Background: an optimization exercise with open tools, aiming at small area and a short achievable clock period. Do not read the settings as production practice. Only simulation tests tie the RTL to the original design; equivalence was not proved.

## dec79_codec
module dec79_codec (
    input  wire        clk,
    input  wire        rst,             
    input  wire        enc_in_valid,
    input  wire [63:0] enc_in_data,
    output wire        enc_out_valid,
    output wire [78:0] enc_out_word,
    input  wire        dec_in_valid,
    input  wire [78:0] dec_in_word,
    output wire        dec_out_valid,
    output wire [78:0] dec_out_word,
    output wire [1:0]  dec_out_nfix,
    output wire        dec_out_uncorr
);
function automatic [6:0] gf_mul(input [6:0] a, input [6:0] b);
    reg [6:0] acc;
    reg [6:0] sh;
    integer i;
    begin
        acc = 7'd0;
        sh  = a;
        for (i = 0; i < 7; i = i + 1) begin
            if (b[i])
                acc = acc ^ sh;
            sh = {sh[5:0], 1'b0} ^ (sh[6] ? 7'b0001001 : 7'b0000000);
        end
        gf_mul = acc;
    end
endfunction
localparam [128*7-1:0] INV3 = {
    7'h0d, 7'h74, 7'h30, 7'h3c, 7'h68, 7'h1b, 7'h76, 7'h0f,
    7'h54, 7'h7e, 7'h4a, 7'h3f, 7'h06, 7'h29, 7'h43, 7'h23,
  ...
Size: roughly 1700 cells after synthesis.
Settings: LEC_CHECK=0, CAP_MARGIN=20, CORE_MARGIN=2, CORE_UTILIZATION=60, CTS_CLUSTER_DIAMETER=120, CTS_CLUSTER_SIZE=24, PLACE_DENSITY=0.75, SETUP_SLACK_MARGIN=0.4, SLEW_MARGIN=20; clock period 22.0 ns.
standard.sh (not shown) runs the stock make flow with config.mk's settings and CLKGATE_MAP_FILE= SYNTH_SCRIPT=/design/flow/synth_recipe.tcl, a recipe that flattens the netlist after the stock synthesis.
==> flow/flow/run.sh <==
#!/bin/bash
MARGIN=16.5
W=$PWD
{
  echo "proc abc {args} { set i [lsearch -exact \$args -script]; if {\$i >= 0} { lset args [expr {\$i + 1}] $W/flow/abc.script }; yosys abc {*}\$args }"
  cat synth_recipe.tcl
} > own_synth.tcl
export BUFFER_PORTS_ARGS="-buffer_cell sky130_fd_sc_hd__buf_1"
export CTS_ARGS="-sink_clustering_enable -repair_clock_nets -sink_clustering_size 16 -sink_clustering_max_diameter 80 -buf_list sky130_fd_sc_hd__clkbuf_8 -root_buf sky130_fd_sc_hd__clkbuf_16"
sed -e "s/SETUP_SLACK_MARGIN=[-0-9.]*/SETUP_SLACK_MARGIN=$MARGIN/" \
    -e "s#SYNTH_SCRIPT=[^ ]*#SYNTH_SCRIPT=$W/own_synth.tcl#" standard.sh > own_standard.sh
bash own_standard.sh > standard.log 2>&1
==> flow/flow/abc.script <==
strash
dc2
dch
map -a
mfs
map -a
topo
==> next run, changes <==
==> flow/flow/run.sh (replaced) <==
#!/bin/bash
MARGIN=16.5
W=$PWD
{
  echo "proc abc {args} { set i [lsearch -exact \$args -script]; if {\$i >= 0} { lset args [expr {\$i + 1}] $W/flow/abc.script }; yosys abc {*}\$args }"
  cat synth_recipe.tcl
} > own_synth.tcl
export BUFFER_PORTS_ARGS="-buffer_cell sky130_fd_sc_hd__buf_1"
sed -e "s/SETUP_SLACK_MARGIN=[-0-9.]*/SETUP_SLACK_MARGIN=$MARGIN/" \
    -e "s#SYNTH_SCRIPT=[^ ]*#SYNTH_SCRIPT=$W/own_synth.tcl#" standard.sh > own_standard.sh
bash own_standard.sh > standard.log 2>&1
What happened: Critical path depth is unchanged. Via count barely changes. Flip-flop and latch count does not change. Non-clock buffer count went up by 1. Area after synthesis does not change. Design area barely changes. Global-route usage hardly moves.
==> next run, changes <==
==> flow/flow/abc.script (replaced) <==
strash
dch
map -a
mfs
map -a
mfs
map -a
topo
Result: The new run finished clean. Final cell count climbs by 1.5%. Register-to-register slack loses 70 ps. Synthesized cell count climbs by 1.6%. Die area climbs by 0.58%.

dec79_codec, a different RTL version from the one above (not shown whole).
Size: about 1,800 cells after synthesis, about 410 flip-flops, ~310 I/O pins.
clock: 22.0 ns
lec_check: 0
cap_margin: 20
core_margin: 2
core_utilization: 60
cts_cluster_diameter: 120
cts_cluster_size: 24
place_density: 0.75
setup_slack_margin: 0.4
slew_margin: 20
==> flow/flow/run.sh <==
#!/bin/bash
MARGIN=16.5
W=$PWD
{
  echo "proc abc {args} { set i [lsearch -exact \$args -script]; if {\$i >= 0} { lset args [expr {\$i + 1}] $W/flow/abc.script }; yosys abc {*}\$args }"
  cat synth_recipe.tcl
} > own_synth.tcl
export BUFFER_PORTS_ARGS="-inputs -buffer_cell sky130_fd_sc_hd__buf_1"
export PRE_GLOBAL_PLACE_TCL=$W/flow/outbuf.tcl
sed -e "s/SETUP_SLACK_MARGIN=[-0-9.]*/SETUP_SLACK_MARGIN=$MARGIN/" \
    -e "s#SYNTH_SCRIPT=[^ ]*#SYNTH_SCRIPT=$W/own_synth.tcl#" standard.sh > own_standard.sh
bash own_standard.sh > standard.log 2>&1
==> flow/flow/abc.script <==
strash
dch
map -a
mfs
map -a
topo
==> flow/flow/outbuf.tcl <==
# Output ports get buf_2 port buffers (the input ports get buf_1 from
# buffer_ports -inputs in global_place.tcl).
buffer_ports -outputs -buffer_cell sky130_fd_sc_hd__buf_2
Rerun with:
--- a/flow/flow/run.sh
+++ b/flow/flow/run.sh
@@ -6,6 +6,5 @@
   cat synth_recipe.tcl
 } > own_synth.tcl
-export BUFFER_PORTS_ARGS="-inputs -buffer_cell sky130_fd_sc_hd__buf_1"
-export PRE_GLOBAL_PLACE_TCL=$W/flow/outbuf.tcl
+export BUFFER_PORTS_ARGS="-buffer_cell sky130_fd_sc_hd__buf_1"
 sed -e "s/SETUP_SLACK_MARGIN=[-0-9.]*/SETUP_SLACK_MARGIN=$MARGIN/" \
     -e "s#SYNTH_SCRIPT=[^ ]*#SYNTH_SCRIPT=$W/own_synth.tcl#" standard.sh > own_standard.sh
==> flow/flow/abc.script (replaced) <==
strash
dch
map -a
topo
removed: flow/flow/outbuf.tcl
The new run completed with no timing, DRC or antenna violations; core utilization increases by 2.3 points; area after synthesis grows slightly; count of clock-buffer cells in the layout stays the same; final cell count rises by roughly a tenth; register-to-register slack is better by 0.07 ns; die area goes up slightly; clock skew is lower by 0.0095 ns; setup slack got worse by 0.085 ns; synthesized cell count is higher by a few percent.

==> static timing again, ports no longer ideal <==
The flow's constraints put no driver on any port. The routed layouts listed below were extracted and timed again, unchanged, in two steps.
Step 1 (the two cells are an assumption about what drives the block):
set clk [get_ports {clk}]
set_driving_cell -lib_cell sky130_fd_sc_hd__clkbuf_16 $clk
set_driving_cell -lib_cell sky130_fd_sc_hd__buf_2 [delete_from_list [all_inputs] $clk]
Step 2 moves the port delays by t, midway between the first and last clock arrival at a register: inputs arrive t later, outputs are due t later. That takes back most of the time a late clock gives input paths.
a / b / c = no drivers / after step 1 / after step 2; a / b = the first two.
| run | t, ns | slack for setup (ns) | clock arrival spread, ns | slew at the worst register clock pin (ns) | worst data-port slew with drivers (ns) |
|---|---|---|---|---|---|
| the first run of note 1 | 0.586 | 16.534 / 16.483 / 16.814 | 0.029 / 0.030 | 0.11 / 0.11 | 0.09 |
| the second run of note 1 | 0.595 | 16.513 / 16.462 / 16.796 | 0.026 / 0.027 | 0.10 / 0.10 | 0.09 |
| the third run of note 1 | 0.595 | 16.505 / 16.453 / 16.729 | 0.038 / 0.039 | 0.10 / 0.10 | 0.08 |
| the first run of note 2 | 0.585 | 16.588 / 16.532 / 16.693 | 0.025 / 0.025 | 0.10 / 0.10 | 0.09 |
| the second run of note 2 | 0.582 | 16.504 / 16.452 / 16.762 | 0.015 / 0.014 | 0.10 / 0.10 | 0.08 |
After both steps setup and hold are still met in every run listed.
